What follows belongs to an exercise in optimizing a design on an open flow for small area, a short achievable clock period and few clock cycles; a production flow would make more cautious choices. RTL that was checked went through simulation tests only; none was proved equivalent to the original. The RTL of runs 2 and 3 was laid out without a check of its function. Power figures rest on the tool's default switching activity, not on a simulated workload.

`flow/design.v`:
```
module lane_expander (
    input  wire       clk,
    input  wire       rst,
    input  wire       tbl_we,
    input  wire [6:0] tbl_addr,
    input  wire [7:0] tbl_data,
    input  wire       tbl_commit,
    input  wire       tbl_wide,
    output reg        tbl_ready,
    output reg        tbl_bad,
    input  wire       dec_start,
    output reg        dec_ready,
    input  wire       in_valid,
    input  wire [7:0] in_byte,
    output reg        in_ready,
    output reg        out_valid,
    output reg  [7:0] out_byte
);
    localparam [2:0] S_EMPTY = 3'd0, S_CNT4 = 3'd1, S_CALC = 3'd2,
                     S_ORDER = 3'd3, S_READY = 3'd4;
    reg [2:0] state;
    reg       wide;                  
    wire      m4 = ~wide;            
    integer a;
    function ge_c(input [5:0] x, input integer c);
        reg       r;
        reg [6:0] cv;
        integer   i;
        begin
            cv = c;
            r  = 1'b1;
            for (i = 0; i < 6; i = i + 1)
                r = (x[i] & ~cv[i]) | (r & ~(x[i] ^ cv[i]));
            ge_c = (c > 63) ? 1'b0 : r;
        end
    endfunction
    function [5:0] nb_less(input [5:0] x, input integer c);
        integer v;
        begin
            nb_less = 6'd0;
            for (v = 0; v < 64; v = v + 1)
                if (x == v && v >= c)
                    nb_less = v - c;
        end
    endfunction
    reg       w_v;
    reg [6:0] w_a;
    reg [7:0] w_d;
    always @(posedge clk) begin
        w_v <= tbl_we & ~rst;
        w_a <= tbl_addr;
        w_d <= tbl_data;
    end
    reg [7:0] lens [0:127];
    always @(posedge clk) begin
        if (w_v)
            lens[w_a] <= w_d;
    end
    reg  [6:0] ra;                   
    reg  [7:0] rbyte;
    integer ri;
    always @* begin
        rbyte = 8'd0;
        for (ri = 0; ri < 128; ri = ri + 1)
            rbyte = rbyte | (lens[ri] & {8{ra == ri}});
    end
    reg [8:0] cnt [1:12];
    reg       badlen;                
    reg       hinz;                  
    reg       cr_v;                  
    reg [7:0] cr_d;
    wire       c_v = w_v | cr_v;
    wire [7:0] c_d = cr_v ? cr_d : w_d;
    function bad_len(input [3:0] n);
        bad_len = (n == 4'd0) || (n > 4'd12);
    endfunction
    reg [12:0] limit [1:12];         
    reg [7:0]  adj   [1:12];         
    reg [3:0]  cl;
    reg [3:0]  cl2;                  
    reg [8:0]  cc;                   
    reg [13:0] cf;                   
    reg [8:0]  cb;                   
    reg        ovf;                  
    reg        kok;                  
    wire [13:0] lim = cf + {5'd0, cc};
    reg  [8:0] os;                   
    reg        os_done;
    reg        o_v;
    reg  [3:0] o_len;
    reg  [7:0] o_sym;
    reg        wv2;
    reg  [7:0] wa2;
    reg  [7:0] wd2;
    wire [3:0] os_nib = os[0] ? rbyte[7:4] : rbyte[3:0];
    wire [8:0] optr = cnt[o_len];
    reg [7:0] ordered [0:255];       
    always @(posedge clk) begin
        if (wv2)
            ordered[wa2] <= wd2;
    end
    reg [31:0] bb;                   
    reg [5:0]  nb;                   
    reg [6:0]  rem;                  
    function lt_n(input [11:0] x, input [12:0] y, input integer n);
        reg r;
        integer i;
        begin
            r = 1'b0;
            for (i = 0; i < n; i = i + 1)
                r = (~x[i] & y[i]) | (r & (~x[i] | y[i]));
            lt_n = y[n] | r;
        end
    endfunction
    function [11:0] code_len(input [11:0] w, input force1);
        reg [11:0] t;
        reg [11:0] pf;
        integer L, j;
        begin
            for (L = 1; L <= 11; L = L + 1) begin
                pf = 12'd0;
                for (j = 0; j < L; j = j + 1)
                    pf[L-1-j] = w[j];
                t[L-1] = lt_n(pf, limit[L], L) | force1;
            end
            t[11] = 1'b1;
            code_len[0] = t[0];
            for (L = 1; L < 12; L = L + 1)
                code_len[L] = t[L] & ~t[L-1];
        end
    endfunction
    localparam integer KS = 7;
    reg half;
    wire [11:0] ohA = code_len(bb[11:0], tbl_bad);
    reg  [11:0] ohK [1:KS];          
    reg  [11:0] ohB;                 
    reg  [24:0] ohS;                 
    reg  [11:0] wB;                  
    integer k, L;
    always @* begin
        for (k = 1; k <= KS; k = k + 1)
            ohK[k] = code_len(bb[k +: 12], tbl_bad);
        ohB = 12'd0;
        wB  = 12'd0;
        ohS = 25'd0;
        for (k = 1; k <= KS; k = k + 1) begin
            if (ohA[k-1]) begin
                ohB = ohB | ohK[k];
                wB  = wB | bb[k +: 12];
            end
            for (L = 1; L <= 12; L = L + 1)
                ohS[k+L] = ohS[k+L] | (ohA[k-1] & ohK[k][L-1]);
        end
    end
    wire take  = in_valid & in_ready;
    wire start = dec_start & dec_ready;
    wire short = |ohA[KS-1:0];
    wire pair  = m4 & ~half & short;
    wire [24:0] sh = pair ? ohS : {12'd0, ohA, 1'b0};
    reg [48:0] gt;                   
    integer c;
    always @* begin
        for (c = 0; c <= 48; c = c + 1)
            gt[c] = ge_c(nb, c);
    end
    wire rem_z = rem == 7'd0;
    wire rem_1 = rem == 7'd1;
    wire rem_2 = rem == 7'd2;
    reg [KS:1] okB;                  
    always @* begin
        for (k = 1; k <= KS; k = k + 1) begin
            okB[k] = 1'b0;
            for (L = 1; L <= 12; L = L + 1)
                okB[k] = okB[k] | (ohK[k][L-1] & gt[k+L]);
        end
    end
    wire dec  = !rem_z && (pair ? |(ohA[KS-1:0] & okB) : |(ohA & gt[12:1]));
    wire dout = dec & (wide | pair | half);        
    wire dhld = dec & m4 & ~half & ~short;         
    wire half_nx = dec ? dhld : half;
    reg full0, full8;
    integer s;
    always @* begin
        full0 = 1'b0;
        full8 = 1'b0;
        for (s = 1; s <= 24; s = s + 1) begin
            if (pair) begin
                full0 = full0 | (ohS[s] & gt[12+s]);
                full8 = full8 | (ohS[s] & gt[4+s]);
            end else if (s <= 12) begin
                full0 = full0 | (ohA[s-1] & gt[12+s]);
                full8 = full8 | (ohA[s-1] & gt[4+s]);
            end
        end
    end
    wire full_nx = (wide | half_nx) &
                   (dec ? (take ? full8 : full0) : (take ? gt[4] : gt[12]));
    wire [31:0] bx = take ? (bb | ({24'd0, in_byte} << nb)) : bb;
    reg  [31:0] bsh;
    reg  [5:0]  nleft0, nleft8;      
    wire [5:0]  nb8 = {nb[5:3] + 3'd1, nb[2:0]};
    always @* begin
        bsh    = 32'd0;
        nleft0 = 6'd0;
        nleft8 = 6'd0;
        for (s = 1; s <= 24; s = s + 1)
            if (sh[s]) begin
                bsh    = bsh | (bx >> s);
                nleft0 = nleft0 | nb_less(nb, s);
                nleft8 = nleft8 | nb_less(nb8, s);
            end
    end
    wire [5:0] nb_nx = take ? (dec ? nleft8 : nb8) : (dec ? nleft0 : nb);
    wire rem_nx_z = rem_z | (rem_1 & dout);
    wire rem_nx_1 = (rem_1 & ~dout) | (rem_2 & dout);
    wire pred     = rem_nx_1 & full_nx;
    reg        p1_v;
    reg [11:0] p1_ohA, p1_ohB;
    reg [11:0] p1_wA, p1_wB;
    function [7:0] code_idx(input [11:0] oh, input [11:0] w);
        reg [11:0] pf;
        reg [7:0]  ad;
        reg [7:0]  px;
        integer L, j;
        begin
            ad = 8'd0;
            px = 8'd0;
            for (L = 1; L <= 12; L = L + 1) begin
                pf = 12'd0;
                for (j = 0; j < L; j = j + 1)
                    pf[L-1-j] = w[j];
                if (oh[L-1]) begin
                    ad = ad | adj[L];
                    px = px | pf[7:0];
                end
            end
            code_idx = ad + px;
        end
    endfunction
    reg       p1_o, p1_h, p1_p;
    reg       p2_o, p2_h, p2_p;
    reg [3:0] lo_nib;
    reg       p2_v;
    reg [7:0] p2_iA;
    reg [3:0] p2_iB;
    reg [7:0] symA;
    reg [3:0] symB;
    integer si;
    always @* begin
        symA = 8'd0;
        symB = 4'd0;
        for (si = 0; si < 256; si = si + 1)
            symA = symA | (ordered[si] & {8{p2_iA == si}});
        for (si = 0; si < 16; si = si + 1)
            symB = symB | (ordered[si][3:0] & {4{p2_iB == si}});
    end
    always @(posedge clk) begin
        if (rst) begin
            state     <= S_EMPTY;
            tbl_ready <= 1'b0;
            tbl_bad   <= 1'b0;
            dec_ready <= 1'b0;
            in_ready  <= 1'b0;
            rem       <= 7'd0;
            cr_v      <= 1'b0;
            o_v       <= 1'b0;
            wv2       <= 1'b0;
            badlen    <= 1'b0;
            hinz      <= 1'b0;
            for (a = 1; a <= 12; a = a + 1)
                cnt[a] <= 9'd0;
        end else begin
            cr_v <= 1'b0;
            o_v  <= 1'b0;
            wv2  <= 1'b0;
            if (c_v) begin
                for (a = 1; a <= 12; a = a + 1)
                    cnt[a] <= cnt[a] + {7'd0,
                                        (c_d[3:0] == a[3:0]) & (c_d[7:4] == a[3:0]),
                                        (c_d[3:0] == a[3:0]) ^ (c_d[7:4] == a[3:0])};
                if (bad_len(c_d[3:0]) || bad_len(c_d[7:4]))
                    badlen <= 1'b1;
            end
            if (w_v && w_a[6:3] != 4'd0 && w_d != 8'd0)
                hinz <= 1'b1;
            case (state)
                S_EMPTY, S_READY: begin
                    if (tbl_commit) begin
                        wide      <= tbl_wide;
                        tbl_ready <= 1'b0;
                        tbl_bad   <= 1'b0;
                        dec_ready <= 1'b0;
                        in_ready  <= 1'b0;
                        cl        <= 4'd1;
                        cl2       <= 4'd0;
                        cf        <= 14'd0;
                        cb        <= 9'd0;
                        ovf       <= 1'b0;
                        ra        <= 7'd0;
                        if (tbl_wide)
                            state <= S_CALC;
                        else begin
                            state  <= S_CNT4;
                            badlen <= 1'b0;
                            for (a = 1; a <= 12; a = a + 1)
                                cnt[a] <= 9'd0;
                        end
                    end else if (state == S_READY) begin
                        rem       <= start ? 7'd64 : dout ? rem - 7'd1 : rem;
                        half      <= start ? 1'b0 : half_nx;
                        dec_ready <= !start && (rem_nx_z || pred);
                        in_ready  <= start ||
                                     (!rem_nx_z && !pred &&
                                      (take ? !gt[17] : !gt[25]));
                    end
                end
                S_CNT4: begin
                    ra <= ra + 7'd1;
                    if (ra[3] == 1'b0) begin
                        cr_v <= 1'b1;
                        cr_d <= rbyte;
                    end else
                        state <= S_CALC;
                end
                S_CALC: begin
                    cl  <= cl + 4'd1;
                    cl2 <= cl;
                    cc  <= cnt[cl];
                    if (cl2 != 4'd0 && cl2 <= 4'd12) begin
                        limit[cl2] <= {1'b0, lim[11:0]} | {lim[12], 12'd0};
                        adj[cl2]   <= cb[7:0] - cf[7:0];
                        cnt[cl2]   <= cb;
                        cf  <= {lim[12:0], 1'b0};
                        cb  <= cb + cc;
                        if (lim[13] || (lim[12] && lim[11:0] != 12'd0))
                            ovf <= 1'b1;
                        kok <= (lim == 14'd4096);
                    end
                    os      <= 9'd0;
                    os_done <= 1'b0;
                    ra      <= 7'd0;
                    if (cl2 == 4'd13) begin
                        if (badlen || ovf || !kok || (!wide && hinz)) begin
                            tbl_bad   <= 1'b1;
                            state     <= S_READY;
                            tbl_ready <= 1'b1;
                            dec_ready <= 1'b1;
                            badlen    <= 1'b0;
                            hinz      <= 1'b0;
                            for (a = 1; a <= 12; a = a + 1)
                                cnt[a] <= 9'd0;
                        end else
                            state <= S_ORDER;
                    end
                end
                S_ORDER: begin
                    if (!os_done) begin
                        o_v   <= 1'b1;
                        o_len <= os_nib;
                        o_sym <= os[7:0];
                        os    <= os + 9'd1;
                        ra    <= os[7:1] + {6'd0, os[0]};
                        if (os == (wide ? 9'd255 : 9'd15))
                            os_done <= 1'b1;
                    end
                    if (o_v) begin
                        cnt[o_len] <= optr + 9'd1;
                        wv2 <= 1'b1;
                        wa2 <= optr[7:0];
                        wd2 <= o_sym;
                    end
                    if (os_done && !o_v) begin
                        state     <= S_READY;
                        tbl_ready <= 1'b1;
                        dec_ready <= 1'b1;
                        badlen    <= 1'b0;
                        hinz      <= 1'b0;
                        for (a = 1; a <= 12; a = a + 1)
                            cnt[a] <= 9'd0;
                    end
                end
                default: state <= S_EMPTY;
            endcase
        end
    end
    always @(posedge clk) begin
        if (start) begin
            bb    <= 32'd0;
            nb    <= 6'd0;
        end else begin
            bb    <= dec ? bsh : bx;
            nb    <= nb_nx;
        end
        p1_ohA <= ohA;
        p1_ohB <= ohB;
        p1_wA  <= bb[11:0];
        p1_wB  <= wB;
        p2_iA  <= code_idx(p1_ohA, p1_wA);
        p2_iB  <= code_idx(p1_ohB, p1_wB);
        p1_o <= dout;
        p1_h <= dhld;
        p1_p <= pair;
        p2_o <= p1_o;
        p2_h <= p1_h;
        p2_p <= p1_p;
        if (p2_h)
            lo_nib <= symA[3:0];
        out_byte <= tbl_bad ? 8'd0 :
                    wide ? symA :
                    p2_p ? {symB[3:0], symA[3:0]} : {symA[3:0], lo_nib};
        if (rst) begin
            p1_v      <= 1'b0;
            p2_v      <= 1'b0;
            out_valid <= 1'b0;
        end else begin
            p1_v      <= dec && dout && state == S_READY;
            p2_v      <= p1_v;
            out_valid <= p2_v;
        end
    end
endmodule
```
`flow/flow/run.sh`:
```
#!/bin/bash
# Layout flow: the standard flow (standard.sh, its synthesis unchanged),
# with the timing repair aimed 8 ns below the clock period and a clock tree
# built without dummy loads. The SDC and the clock period are the standard flow's own.
set -euo pipefail
export SETUP_SLACK_MARGIN=8
export CTS_ARGS="-sink_clustering_enable -repair_clock_nets -dont_use_dummy_load"
bash standard.sh > standard.log 2>&1
```
`flow/constraint.sdc`:
```
create_clock -name core_clock -period 12.0 [get_ports {clk}]
set_input_delay 2.4000 -clock core_clock [delete_from_list [all_inputs] [get_ports {clk}]]
set_output_delay 2.4000 -clock core_clock [all_outputs]
set_load 0.01 [all_outputs]
```
`flow/config.mk`:
```
export PLATFORM = sky130hd
export DESIGN_NAME = lane_expander
export DESIGN_NICKNAME = lane_expander
export VERILOG_FILES = /design/flow/design.v
export SDC_FILE = /design/flow/constraint.sdc
export NUM_CORES = 4
export LEC_CHECK = 0
export CAP_MARGIN = 35
export CORE_MARGIN = 2
export CORE_UTILIZATION = 30
export SLEW_MARGIN = 35
```
`flow/standard.sh`:
```
#!/bin/bash
# synth_recipe.tcl (not shown) runs the flow's synth.tcl, then flattens the netlist and writes it again
# the make line also repeats each setting of config.mk as NAME=value (left out here)
make -C /OpenROAD-flow-scripts/flow DESIGN_CONFIG=/design/flow/config.mk WORK_HOME=/design/flow/orfs CLKGATE_MAP_FILE= SYNTH_SCRIPT=/design/flow/synth_recipe.tcl "${@:-finish}"
```
==> results.toml, run 1 <==
[run_status]
status = "finished clean"

[routing]
drc = 0
wirelength_mm = 1060
postRouteAntennaNets = 0
dr.pass1.iters = 14
drt_iter0_drc = 29083
wl_per_cell_microns = 53.7
vias = 136039
via_per_inst = 6.92

[setup_path]
startpoint_type = "flip-flop"
worst_path_most_repeated_cell = "buf_4"
r2r-start = "p2_iA[5]"
critPathBufInv = 3
path_class = "reg -> reg"
r2r-end = "out_byte[7]"
r2r_cells = 12
crit_chain = "buf_4 -> nand4_1 -> buf_4 -> nor2_4 -> buf_4 -> a22oi_2 -> nand4_1 -> nor4_2 -> nand3_4 -> nor4_4 -> a211o_1 -> a21oi_1"
worstPathArrival_ns = 5.35
crit_slowest_cell = "a22oi_2"
worstSetupPathDepth = 12
cp.required_ns = 12.91
cp_top_family = "simple AND/OR/NAND/NOR gates"
worst-r2r-setup-slack_ns = 7.56
cp_slowest_stage_delay_ns = 0.74
endpoint = "out_byte[7]"
critPathMaxFanout = 10
critPathCaptureType = "flip-flop"
cp-startpoint = "p2_iA[5]"

[synthesis]
synthCells = 11114
synth.cell_area_sq_um = 156000
synthTopCellsByArea = "edfxtp_1, a22oi_1, a221oi_1"
synth.most_common_cell = "edfxtp_1"
synth-async-reset-ratio = 0
ys_seq_area_frac = 0.692
synth-seq-cells = 3641
ys_top_cells_by_count = "edfxtp_1, nor2_1, a22oi_1"
synth-edff-count = 3489
synth_ff_type = "edfxtp_1"
synth_largest_area_cell = "edfxtp_1"
synth.distinct_cells = 94
syn_nets = 11243
yosys.area.top_type_share = 0.672
synth.avg_cell_area_sq_um = 14.0
ys_warn_count = 2

[place]
io_buffers = 42
hpwlAfterDp_mm = 724
gp_congestion = 1.16

[floorplanning]
rows = 264
die_h_microns = 725
die_w_microns = 725
core_sq_um = 517000
ios = 43
start_util = 0.301
die-area_sq_um = 525000

[timing]
finClkSkew_ns = 0.154
grt_setup_unrepaired = "yes"
tns_ns = 0
fin_crit_sh = 0.370
finalHoldViolations = 0
fmax_mhz = 225
relSlewSlack = 0.110
final_max_slew_viol_count = 0
setup_viol = 0
worst_pin_slew_ns = 1.33
layout_min_cycle_time_ns = 4.44

[finish]
final_util = 0.383
drive_above_1_share = 0.286
area_growth_pct = 27.0
nets = 12767

[grt]
grt_first_pass_wirelength_mm = 1310
grtUsageTotal = 0.383
first_global_vias = 117788
grt_overflow = 0
antenna_found_initial = 150
grt_max_degree = 132

[clocking]
clk_latency_ns = 1.09
cts_tree = "built"
htreeDepth = 5
clkTransAtPathRegs_ns = 0.06
clockRootBuffer = "clkbuf_16"
clkSinkCount = 3641
clk_path_buf_depth = 4
cts_buffers = 407
ctsHoldBuffers = 0

[hold_path]
hp-class = "reg -> reg"
hold_start = "p1_h"

[pwr]
p_per_area_nw_per_um2 = 192
ir_drop_uv = 139
power.leakage_nw = 63.5
power_mw = 38.0

[flow_run]
drv_cap = 0
final cells by class:
cell class | count | area, sq um
Fill cell | 48697 | 319000
Inverter | 166 | 756
Clock buffer | 407 | 10200
Multi-Input combinational cell | 6736 | 53400
Timing Repair Buffer | 1686 | 16700
Sequential cell | 3641 | 108000
Tap cell | 6916 | 8650
Antenna cell | 103 | 258
layout by cell type (no fill, tap or decap), drive strengths merged, types with 59 or more instances in the layout:
cell type / count
inv: 140
a22o: 501
xnor2: 88
edfxtp: 3489
a21oi: 325
nor3: 115
nand2b: 114
nor2b: 138
clkbuf: 433
o221ai: 95
diode: 103
a31oi: 65
xor2: 60
mux4: 94
ha: 82
nand4: 265
a22oi: 707
a211oi: 73
dfxtp: 152
buf: 1622
o22ai: 114
nor2: 1153
nand2: 522
o31ai: 72
nor4: 74
a222oi: 86
maj3: 59
nand3: 329
o21ai: 320
a221oi: 578
layer usage:
| layer | global-route usage | share of wire |
|---|---|---|
| met4 | 0.292 | 0.10 |
| met1 | 0.458 | 0.35 |
| met3 | 0.190 | 0.16 |
| met2 | 0.524 | 0.39 |
| met5 | 0.00535 | 0.0017 |
cells by family after synthesis:
logic type | after synthesis | synth area share
buffers and inverters | 746 | 0.0186
DFF | 3641 | 0.692
adders and majority gates | 158 | 0.0126
and+or+nand+nor | 2953 | 0.0894
AOI/OAI and AO/OA | 3322 | 0.162
xor gates and xnor gates | 148 | 0.00832
muxes | 146 | 0.0171
per-stage QoR:
step           hold WS, ns  instances  instance area (sq um)  worst slack (ns)
5_1_grt              0.337      19569                 198000              7.53
6_report             0.325      19655                 198000              7.56
4_1_cts              0.326      19237                 192000              7.70
3_3_place_gp         0.316      18414                 172000              5.44
2_1_floorplan        0.310      11114                 156000              7.34
3_5_place_dp         0.313      18497                 174000              5.75
sequential cells by signal, indices dropped and copies added, names as in the netlist, 9 cells and up, named ones only:
name	cells
cb	9
bb	32
p1_wB	12
ordered	2048
cnt	144
cf	13
cc	9
adj	96
p1_ohA	12
limit	77
os	9
lens	1024
p1_ohB	12
p1_wA	12
power breakdown:
part           switching (mW)  internal [mW]
clock network            5.07           5.89
registers               0.538           14.4
logic                    8.08           3.99
total                    13.7           24.3
worst min path at each step:
stage / endpoint / slack (ns) / cells after the start
floorplan: p2_h / 0.31 / 0
global placement: p2_h / 0.32 / 0
detailed placement: p2_h / 0.31 / 0
CTS: p2_h / 0.33 / 0
global route: p2_h / 0.34 / 0
finish: p2_h / 0.33 / 0
worst register-to-register path: stages (launching register included):
cell and delay [ns]:
dfxtp_4 0.37, buf_4 0.14, nand4_1 0.13, buf_4 0.29
nor2_4 0.18, buf_4 0.30, a22oi_2 0.77, nand4_1 0.61
nor4_2 0.57, nand3_4 0.28, nor4_4 0.44, a211o_1 0.16
a21oi_1 0.04
timing repair:
| action | in CTS | in global routing |
|---|---|---|
| setup buffers | 294 | 256 |
| cloned | 39 | 21 |
| setup endpoints to repair | 406 | 173 |
| resized for setup | 1018 | 472 |
| pin swaps | 202 | 198 |
Testbench counts, summed over its fixed seeds: cycles 72,484.
==> inputs of run 2 (changes only) <==
--- a/flow/design.v
+++ b/flow/design.v
@@ -34,15 +34,6 @@
             ge_c = (c > 63) ? 1'b0 : r;
         end
     endfunction
-    function [5:0] nb_less(input [5:0] x, input integer c);
-        integer v;
-        begin
-            nb_less = 6'd0;
-            for (v = 0; v < 64; v = v + 1)
-                if (x == v && v >= c)
-                    nb_less = v - c;
-        end
-    endfunction
     reg       w_v;
     reg [6:0] w_a;
     reg [7:0] w_d;
@@ -57,13 +48,7 @@
             lens[w_a] <= w_d;
     end
     reg  [6:0] ra;                   
-    reg  [7:0] rbyte;
-    integer ri;
-    always @* begin
-        rbyte = 8'd0;
-        for (ri = 0; ri < 128; ri = ri + 1)
-            rbyte = rbyte | (lens[ri] & {8{ra == ri}});
-    end
+    wire [7:0] rbyte = lens[ra];
     reg [8:0] cnt [1:12];
     reg       badlen;                
     reg       hinz;                  
@@ -100,8 +85,10 @@
             ordered[wa2] <= wd2;
     end
     reg [31:0] bb;                   
-    reg [5:0]  nb;                   
+    reg [5:0]  nbase;                
+    reg [4:0]  pend;                 
     reg [6:0]  rem;                  
+    wire [5:0] nb = nbase - {1'b0, pend};
     function lt_n(input [11:0] x, input [12:0] y, input integer n);
         reg r;
         integer i;
@@ -129,21 +116,19 @@
                 code_len[L] = t[L] & ~t[L-1];
         end
     endfunction
-    localparam integer KS = 7;
-    reg half;
     wire [11:0] ohA = code_len(bb[11:0], tbl_bad);
-    reg  [11:0] ohK [1:KS];          
+    reg  [11:0] ohK [1:12];          
     reg  [11:0] ohB;                 
     reg  [24:0] ohS;                 
     reg  [11:0] wB;                  
     integer k, L;
     always @* begin
-        for (k = 1; k <= KS; k = k + 1)
+        for (k = 1; k <= 12; k = k + 1)
             ohK[k] = code_len(bb[k +: 12], tbl_bad);
         ohB = 12'd0;
         wB  = 12'd0;
         ohS = 25'd0;
-        for (k = 1; k <= KS; k = k + 1) begin
+        for (k = 1; k <= 12; k = k + 1) begin
             if (ohA[k-1]) begin
                 ohB = ohB | ohK[k];
                 wB  = wB | bb[k +: 12];
@@ -154,9 +139,7 @@
     end
     wire take  = in_valid & in_ready;
     wire start = dec_start & dec_ready;
-    wire short = |ohA[KS-1:0];
-    wire pair  = m4 & ~half & short;
-    wire [24:0] sh = pair ? ohS : {12'd0, ohA, 1'b0};
+    wire [24:0] sh = m4 ? ohS : {12'd0, ohA, 1'b0};
     reg [48:0] gt;                   
     integer c;
     always @* begin
@@ -166,53 +149,38 @@
     wire rem_z = rem == 7'd0;
     wire rem_1 = rem == 7'd1;
     wire rem_2 = rem == 7'd2;
-    reg [KS:1] okB;                  
-    always @* begin
-        for (k = 1; k <= KS; k = k + 1) begin
-            okB[k] = 1'b0;
-            for (L = 1; L <= 12; L = L + 1)
-                okB[k] = okB[k] | (ohK[k][L-1] & gt[k+L]);
-        end
-    end
-    wire dec  = !rem_z && (pair ? |(ohA[KS-1:0] & okB) : |(ohA & gt[12:1]));
-    wire dout = dec & (wide | pair | half);        
-    wire dhld = dec & m4 & ~half & ~short;         
-    wire half_nx = dec ? dhld : half;
+    wire dec   = !rem_z && |(sh & gt[24:0]);
     reg full0, full8;
     integer s;
     always @* begin
         full0 = 1'b0;
         full8 = 1'b0;
         for (s = 1; s <= 24; s = s + 1) begin
-            if (pair) begin
-                full0 = full0 | (ohS[s] & gt[12+s]);
-                full8 = full8 | (ohS[s] & gt[4+s]);
+            if (m4) begin
+                full0 = full0 | (ohS[s] & gt[24+s]);
+                full8 = full8 | (ohS[s] & gt[16+s]);
             end else if (s <= 12) begin
                 full0 = full0 | (ohA[s-1] & gt[12+s]);
                 full8 = full8 | (ohA[s-1] & gt[4+s]);
             end
         end
     end
-    wire full_nx = (wide | half_nx) &
-                   (dec ? (take ? full8 : full0) : (take ? gt[4] : gt[12]));
+    wire full_nx = dec ? (take ? full8 : full0)
+                       : (take ? (m4 ? gt[16] : gt[4]) : (m4 ? gt[24] : gt[12]));
     wire [31:0] bx = take ? (bb | ({24'd0, in_byte} << nb)) : bb;
     reg  [31:0] bsh;
-    reg  [5:0]  nleft0, nleft8;      
-    wire [5:0]  nb8 = {nb[5:3] + 3'd1, nb[2:0]};
+    reg  [4:0]  used;
     always @* begin
-        bsh    = 32'd0;
-        nleft0 = 6'd0;
-        nleft8 = 6'd0;
+        bsh  = 32'd0;
+        used = 5'd0;
         for (s = 1; s <= 24; s = s + 1)
             if (sh[s]) begin
-                bsh    = bsh | (bx >> s);
-                nleft0 = nleft0 | nb_less(nb, s);
-                nleft8 = nleft8 | nb_less(nb8, s);
+                bsh  = bsh | (bx >> s);
+                used = used | s[4:0];
             end
     end
-    wire [5:0] nb_nx = take ? (dec ? nleft8 : nb8) : (dec ? nleft0 : nb);
-    wire rem_nx_z = rem_z | (rem_1 & dout);
-    wire rem_nx_1 = (rem_1 & ~dout) | (rem_2 & dout);
+    wire rem_nx_z = rem_z | (rem_1 & dec);
+    wire rem_nx_1 = (rem_1 & ~dec) | (rem_2 & dec);
     wire pred     = rem_nx_1 & full_nx;
     reg        p1_v;
     reg [11:0] p1_ohA, p1_ohB;
@@ -237,23 +205,9 @@
             code_idx = ad + px;
         end
     endfunction
-    reg       p1_o, p1_h, p1_p;
-    reg       p2_o, p2_h, p2_p;
-    reg [3:0] lo_nib;
     reg       p2_v;
     reg [7:0] p2_iA;
     reg [3:0] p2_iB;
-    reg [7:0] symA;
-    reg [3:0] symB;
-    integer si;
-    always @* begin
-        symA = 8'd0;
-        symB = 4'd0;
-        for (si = 0; si < 256; si = si + 1)
-            symA = symA | (ordered[si] & {8{p2_iA == si}});
-        for (si = 0; si < 16; si = si + 1)
-            symB = symB | (ordered[si][3:0] & {4{p2_iB == si}});
-    end
     always @(posedge clk) begin
         if (rst) begin
             state     <= S_EMPTY;
@@ -306,8 +260,7 @@
                                 cnt[a] <= 9'd0;
                         end
                     end else if (state == S_READY) begin
-                        rem       <= start ? 7'd64 : dout ? rem - 7'd1 : rem;
-                        half      <= start ? 1'b0 : half_nx;
+                        rem       <= start ? 7'd64 : rem - {6'd0, dec};
                         dec_ready <= !start && (rem_nx_z || pred);
                         in_ready  <= start ||
                                      (!rem_nx_z && !pred &&
@@ -386,10 +339,12 @@
     always @(posedge clk) begin
         if (start) begin
             bb    <= 32'd0;
-            nb    <= 6'd0;
+            nbase <= 6'd0;
+            pend  <= 5'd0;
         end else begin
             bb    <= dec ? bsh : bx;
-            nb    <= nb_nx;
+            nbase <= take ? nb + 6'd8 : nb;
+            pend  <= dec ? used : 5'd0;
         end
         p1_ohA <= ohA;
         p1_ohB <= ohB;
@@ -397,23 +352,15 @@
         p1_wB  <= wB;
         p2_iA  <= code_idx(p1_ohA, p1_wA);
         p2_iB  <= code_idx(p1_ohB, p1_wB);
-        p1_o <= dout;
-        p1_h <= dhld;
-        p1_p <= pair;
-        p2_o <= p1_o;
-        p2_h <= p1_h;
-        p2_p <= p1_p;
-        if (p2_h)
-            lo_nib <= symA[3:0];
         out_byte <= tbl_bad ? 8'd0 :
-                    wide ? symA :
-                    p2_p ? {symB[3:0], symA[3:0]} : {symA[3:0], lo_nib};
+                    m4 ? {ordered[p2_iB][3:0], ordered[p2_iA][3:0]} :
+                         ordered[p2_iA];
         if (rst) begin
             p1_v      <= 1'b0;
             p2_v      <= 1'b0;
             out_valid <= 1'b0;
         end else begin
-            p1_v      <= dec && dout && state == S_READY;
+            p1_v      <= dec && state == S_READY;
             p2_v      <= p1_v;
             out_valid <= p2_v;
         end
==> flow/run.sh (new file) <==
#!/bin/bash
# synth_recipe.tcl (not shown) runs the flow's synth.tcl, then flattens the netlist and writes it again
# the make line also repeats each setting of config.mk as NAME=value (left out here)
make -C /OpenROAD-flow-scripts/flow DESIGN_CONFIG=/design/flow/config.mk WORK_HOME=/design/flow/orfs CLKGATE_MAP_FILE= SYNTH_SCRIPT=/design/flow/synth_recipe.tcl finish
--- a/flow/config.mk
+++ b/flow/config.mk
@@ -5,7 +5,7 @@
 export SDC_FILE = /design/flow/constraint.sdc
 export NUM_CORES = 4
 export LEC_CHECK = 0
-export CAP_MARGIN = 35
+export CAP_MARGIN = 20
 export CORE_MARGIN = 2
 export CORE_UTILIZATION = 30
-export SLEW_MARGIN = 35
+export SLEW_MARGIN = 20
removed: flow/flow/run.sh
removed: flow/standard.sh
==> results.toml, run 2 <==
[run_status]
status = "finished clean"

[clocking]
htreeDepth = 5
clkTransAtPathRegs_ns = 0.06
ctsHoldBuffers = 0
clkSinkCount = 3644
cts_tree = "built"
clockRootBuffer = "clkbuf_16"
cts_buffers = 370
post-cts-setup-buffer-count = 0
clk_latency_ns = 1.01
clk_path_buf_depth = 4
cts_resized = 0

[finish]
nets = 10342
reg.largest.list = "ordered: 2048 flops, lens: 1024 flops, cnt: 144 flops"
final_area_sq_um = 187000
drive_above_1_share = 0.205
layout_commonest_cell = "edfxtp_1"
largest_reg_flops = 2048
regMostFlops = "ordered"
area_growth_pct = 12.6
final_cell_mix = "edfxtp_1, mux4_2, nor2_1"

[pwr]
p_int_mw = 26.2
power.leakage_nw = 57.1
ir_drop_uv = 223
p_switching_mw = 14.3
p_per_area_nw_per_um2 = 217
comb_power_share = 0.345
power_frac_seq = 0.370
p_sw_frac = 0.353
power_mw = 40.6
clock_power_share = 0.285

[grt]
grt_overflow = 0
grt_first_pass_wirelength_mm = 739
antenna_found_initial = 32
grt_max_degree = 225
first_global_vias = 99029
grtUsageTotal = 0.178

[setup_path]
r2r_cells = 19
startpoint_type = "flip-flop"
path_class = "reg -> reg"
worstPathArrival_ns = 8.81
critPathMaxFanout = 40
cp.required_ns = 12.78
critPathCaptureType = "flip-flop"

[timing]
fin_crit_sh = 0.670
finClkSkew_ns = 0.0956
worst_pin_slew_ns = 1.35
layout_min_cycle_time_ns = 8.04
fmax_mhz = 124
hold-worst-slack_ns = 0.407
finalHoldViolations = 0
relSlewSlack = 0.0968
setup_viol = 0
tns_ns = 0
grt_setup_unrepaired = "no"
final_max_slew_viol_count = 0

[floorplanning]
die_h_microns = 747
start_util = 0.302
core_sq_um = 549000
die_w_microns = 747
ios = 43
rows = 272
die-area_sq_um = 558000

[place]
io_buffers = 42
gp_congestion = 1.00
hpwlAfterDp_mm = 329
place_area_sq_um = 174000

[synthesis]
yosys.area.top_type_share = 0.632
synthTopCellsByArea = "edfxtp_1, mux4_2, dfxtp_1"
ys_seq_area_frac = 0.651
synth_largest_area_cell = "edfxtp_1"
synth.avg_cell_area_sq_um = 16.0
synthCells = 10368
synth.distinct_cells = 102
synth-async-reset-ratio = 0
synth-seq-cells = 3644
syn_nets = 10499
synth.most_common_cell = "edfxtp_1"
synth_ff_type = "edfxtp_1"
ys_warn_count = 2
ys_top_cells_by_count = "edfxtp_1, mux4_2, nor2_1"
synth-edff-count = 3484
synth.cell_area_sq_um = 166000

[routing]
drc = 0
postRouteAntennaNets = 0
via_per_inst = 5.72
wirelength_mm = 515
wl_per_cell_microns = 28.9
vias = 101828
drt_iter0_drc = 14175
dr.pass1.iters = 10

[hold_path]
hp-class = "reg -> reg"
min_delay_path_depth = 0

[flow_run]
drv_cap = 0
run 2: cell types whose count changed in the layout (fill, tap and decap cells not counted), moves of 99 or more:
cell | before | now
nor2_1 | 633 | 766
nor2_2 | 279 | 18
a22o_1 | 483 | 50
nor2_4 | 241 | 4
o21ai_0 | 259 | 391
buf_12 | 117 | 13
o22ai_1 | 105 | 204
nand4_1 | 265 | 46
mux4_2 | 94 | 1126
a221oi_1 | 455 | 117
buf_6 | 128 | 1
a22oi_1 | 645 | 80
buf_4 | 1246 | 274
run 2: final cells by class:
type                            instances  area (sq um)
Tap cell                             7261          9080
Antenna cell                           18          45.0
Clock inverter                        231          2320
Clock buffer                          445          9720
Timing Repair Buffer                  333          2830
Multi-Input combinational cell       5682         54000
Inverter                              180           676
Sequential cell                      3644        108000
Fill cell                           52149        363000
run 2: final timing paths:
kind                               start  endpoint  slack [ns]
worst max-delay path               bb[4]     bb[4]        3.96
worst min-delay path            o_sym[6]    wd2[6]        0.41
worst min register to register  o_sym[6]    wd2[6]        0.41
worst max register to register     bb[4]     bb[4]        3.96
run 2: critical path, cell delays in order (launching register included):
cell,delay (ns)
dfxtp_2,0.60
buf_4,0.39
inv_2,0.04
buf_4,0.32
a221oi_1,0.48
o2111ai_1,0.19
a211oi_1,0.78
or3_1,0.22
buf_4,0.26
inv_1,0.45
o2111a_1,0.32
nor4_2,0.77
nor2_1,0.08
buf_4,0.24
inv_2,0.16
o221ai_1,0.12
a2111oi_0,1.03
o221ai_1,0.28
a2111oi_0,0.74
a211oi_2,0.23
run 2: per-layer routing:
layer  GRT usage  part of all wire
met2       0.277              0.46
met3      0.0348             0.092
met4      0.0687             0.046
met1       0.245              0.40
met5           0           0.00013
run 2: kinds of logic after synthesis:
logic type | synth area share
AOI/OAI and AO/OA | 0.0839
and+or+nand+nor | 0.0629
adders and majority gates | 0.0134
xor gates and xnor gates | 0.00788
buffers and inverters | 0.0248
muxes | 0.156
DFF | 0.651
run 2: metrics by stage:
stage / setup slack (ns) / utilization / std cells
after floorplan: 6.79 / - / 10368
final: 3.96 / 0.340 / 17794
after global placement: 4.41 / 0.317 / 17096
after global routing: 3.66 / 0.340 / 17780
after CTS: 4.43 / 0.339 / 17772
after detailed placement: 4.46 / 0.317 / 17096
run 2: power by group through the flow:
| stage | combinational [mW] | sequential (mW) | clock [mW] |
|---|---|---|---|
| after floorplan | 8.92 | 14.8 | 0 |
| after global placement | 13.8 | 15.3 | 0 |
| after detailed placement | 13.8 | 15.3 | 0 |
| after CTS | 13.8 | 15.0 | 11.8 |
| after global routing | 14.5 | 15.1 | 12.2 |
| final | 14.0 | 15.0 | 11.5 |
==> inputs of run 3 (changes only) <==
--- a/flow/design.v
+++ b/flow/design.v
@@ -48,7 +48,13 @@
             lens[w_a] <= w_d;
     end
     reg  [6:0] ra;                   
-    wire [7:0] rbyte = lens[ra];
+    reg  [7:0] rbyte;
+    integer ri;
+    always @* begin
+        rbyte = 8'd0;
+        for (ri = 0; ri < 128; ri = ri + 1)
+            rbyte = rbyte | (lens[ri] & {8{ra == ri}});
+    end
     reg [8:0] cnt [1:12];
     reg       badlen;                
     reg       hinz;                  
@@ -208,6 +214,17 @@
     reg       p2_v;
     reg [7:0] p2_iA;
     reg [3:0] p2_iB;
+    reg [7:0] symA;
+    reg [3:0] symB;
+    integer si;
+    always @* begin
+        symA = 8'd0;
+        symB = 4'd0;
+        for (si = 0; si < 256; si = si + 1)
+            symA = symA | (ordered[si] & {8{p2_iA == si}});
+        for (si = 0; si < 16; si = si + 1)
+            symB = symB | (ordered[si][3:0] & {4{p2_iB == si}});
+    end
     always @(posedge clk) begin
         if (rst) begin
             state     <= S_EMPTY;
@@ -353,8 +370,7 @@
         p2_iA  <= code_idx(p1_ohA, p1_wA);
         p2_iB  <= code_idx(p1_ohB, p1_wB);
         out_byte <= tbl_bad ? 8'd0 :
-                    m4 ? {ordered[p2_iB][3:0], ordered[p2_iA][3:0]} :
-                         ordered[p2_iA];
+                    m4 ? {symB[3:0], symA[3:0]} : symA;
         if (rst) begin
             p1_v      <= 1'b0;
             p2_v      <= 1'b0;
--- a/flow/config.mk
+++ b/flow/config.mk
@@ -8,4 +8,5 @@
 export CAP_MARGIN = 20
 export CORE_MARGIN = 2
 export CORE_UTILIZATION = 30
+export SETUP_SLACK_MARGIN = 5
 export SLEW_MARGIN = 20
==> results.toml, run 3 <==
[grt]
grtUsageTotal = 0.369
first_global_vias = 116847
grt_overflow = 0
grt_max_degree = 168
antenna_found_initial = 160
grt_first_pass_wirelength_mm = 1280

[setup_path]
critPathCaptureType = "flip-flop"
critPathMaxFanout = 64
worst-r2r-setup-slack_ns = 5.23
r2r_cells = 18
r2r-end = "bb[6]"
startpoint_type = "flip-flop"
cp.required_ns = 12.86
path_class = "reg -> reg"
cp-startpoint = "limit[7][5]"
worstPathArrival_ns = 7.63
endpoint = "bb[6]"
r2r-start = "limit[7][5]"

[floorplanning]
ios = 43
rows = 267
die_w_microns = 731
start_util = 0.301
die_h_microns = 731
die-area_sq_um = 535000
core_sq_um = 528000

[timing]
finClkSkew_ns = 0.157
finalHoldViolations = 0
worst_slack_ns = 5.23
setup_viol = 0
tns_ns = 0
worst_pin_slew_ns = 1.52
grt_setup_unrepaired = "no"
layout_min_cycle_time_ns = 6.77
hold-worst-slack_ns = 0.410
relSlewSlack = -0.0111
final_max_slew_viol_count = 23
fmax_mhz = 148
fin_crit_sh = 0.564

[flow_run]
drv_cap = 0

[pwr]
power.leakage_nw = 59.1
ir_drop_uv = 155
p_per_area_nw_per_um2 = 188

[routing]
postRouteAntennaNets = 0
via_per_inst = 6.96
dr.pass1.iters = 10
vias = 137319
wl_per_cell_microns = 51.8
wirelength_mm = 1020
drc = 0
drt_iter0_drc = 30159

[finish]
area_growth_pct = 18.8
regMostFlops = "ordered"
reg.largest.list = "ordered: 2048 flops, lens: 1024 flops, cnt: 144 flops"
layout_commonest_cell = "edfxtp_1"
drive_above_1_share = 0.190
final_area_sq_um = 188000
nets = 12349
final_cell_mix = "edfxtp_1, buf_4, nor2_1"
fillers = 50809
largest_reg_flops = 2048

[synthesis]
synth.distinct_cells = 107
synth.most_common_cell = "edfxtp_1"
synth-edff-count = 3484
synth-async-reset-ratio = 0
ys_seq_area_frac = 0.679
ys_warn_count = 2
synth-seq-cells = 3637
synth.cell_area_sq_um = 159000
synth_largest_area_cell = "edfxtp_1"
syn_nets = 11615
ys_top_cells_by_count = "edfxtp_1, nor2_1, a221oi_1"
synth.avg_cell_area_sq_um = 13.8
yosys.area.top_type_share = 0.660
synthTopCellsByArea = "edfxtp_1, a221oi_1, a22o_1"
synth_ff_type = "edfxtp_1"
synthCells = 11481

[place]
gp_congestion = 1.12
dpl_worst_slack_ns = 4.90
place_area_sq_um = 175000
hpwlAfterDp_mm = 713
io_buffers = 42

[clocking]
clk_latency_ns = 1.09
clkSinkCount = 3637
clockRootBuffer = "clkbuf_16"
htreeDepth = 5
ctsHoldBuffers = 0
cts_buffers = 399
cts_resized = 1
post-cts-setup-buffer-count = 0
clkTransAtPathRegs_ns = 0.06
cts_tree = "built"
clk_path_buf_depth = 4

[run_status]
status = "failed layout checks"
so_faults = "max-slew violations"

[hold_path]
hp-class = "reg -> reg"
## run 3: worst max-delay path, stage by stage, from the launching register on
cell      delay (ns)
edfxtp_1        0.86
clkinv_1        0.54
a22oi_1         0.27
a21oi_1         0.14
or2_1           0.38
nand3_1         0.15
buf_4           0.29
inv_1           0.46
and2_1          0.32
nor4b_2         0.61
nor2_1          0.09
buf_4           0.26
a221o_1         0.38
nor4_1          0.41
nand4_1         0.31
o31ai_4         0.16
buf_8           0.42
nor4_1          0.15
a211oi_2        0.31
## run 3: layout make-up
class                   instances  area (sq um)  area share
clock inverters               234          2320      0.0123
inverters                     176           668     0.00355
multi-input cells            6972         49900       0.265
repair buffers               1029          8010      0.0425
clock buffers                 495         10600      0.0561
diodes                        199           498     0.00264
flip-flops and latches       3637        108000       0.572
well taps                    6994          8750      0.0464
## run 3: cells by family (layout without fill, tap and decap cells)
group / after synthesis / after routing / synth area share
compound gates: 3502 / 3502 / 0.168
xor+xnor: 150 / 150 / 0.00828
fa+ha+maj: 194 / 194 / 0.0147
buf+inv: 872 / 1934 / 0.0221
flops: 3637 / 3637 / 0.679
mux: 139 / 139 / 0.0166
other cells: 0 / 199 / 0
simple gates: 2987 / 2987 / 0.0910
## run 3: how the worst min path moves through the flow
stage                    end  slack (ns)     start  cells after the start
global route          wd2[6]        0.41  o_sym[6]                      0
detailed placement    wd2[4]        0.41  o_sym[4]                      0
global placement      wd2[1]        0.40  o_sym[1]                      0
CTS                   wd2[6]        0.39  o_sym[6]                      0
floorplan           p1_wA[0]        0.33     bb[0]                      0
finish                wd2[6]        0.41  o_sym[6]                      0
## run 3: layer usage
metal  track usage  part of all wire  up-vias
li1              -                 -    48883
met1         0.454              0.36    70441
met2         0.491              0.39    14676
met3         0.195              0.16     3219
met4         0.246             0.083      100
met5        0.0377            0.0021        -
## run 3: power breakdown
group | internal (mW) | switching (mW) | leakage (nW) | total [mW]
Sequential | 14.2 | 0.467 | 32.8 | 14.6
Combinational | 2.08 | 6.05 | 20.1 | 8.13
Clock | 6.92 | 5.68 | 6.23 | 12.6
Total | 23.2 | 12.2 | 59.1 | 35.4
## run 3: through the flow
step                 util  total power [mW]  std cells
floorplan               -              18.4      11481
global placement    0.330              22.5      18771
detailed placement  0.331              22.5      18781
CTS                 0.355              34.7      19510
global route        0.356              35.7      19585
finish              0.357              35.4      19736

## what the ideal ports hide
How much do the figures lean on ideal ports? The routed layouts below were timed once more, with nothing changed but the port constraints. Step 1 assumes that a clkbuf_16 drives the clock port and a buf_2 every other input. Step 2 times the ports against the registers' clock, not the clock port: input delays grow and output delays shrink by t, the midpoint of the rising clock arrivals with the driver on. a / b / c = ideal / step 1 / step 2; a / b = the first two.
run | shift t [ns] | slack for setup (ns) | hold slack, ns | slew at the worst register clock pin (ns) | pins driven straight from the clock port
run 1 | 1.143 | 7.561 / 7.561 / 6.659 | 0.325 / 0.325 / 0.325 | 0.07 / 0.07 | 1
run 2 | 1.067 | 3.964 / 3.964 / 3.964 | 0.407 / 0.407 / 0.407 | 0.07 / 0.07 | 1
run 3 | 1.132 | 5.229 / 5.229 / 5.048 | 0.410 / 0.410 / 0.410 | 0.08 / 0.08 | 1
For run 1, which loses most, drivers alone change the setup slack by 0.000 ns; drivers and shift together by -0.902 ns.
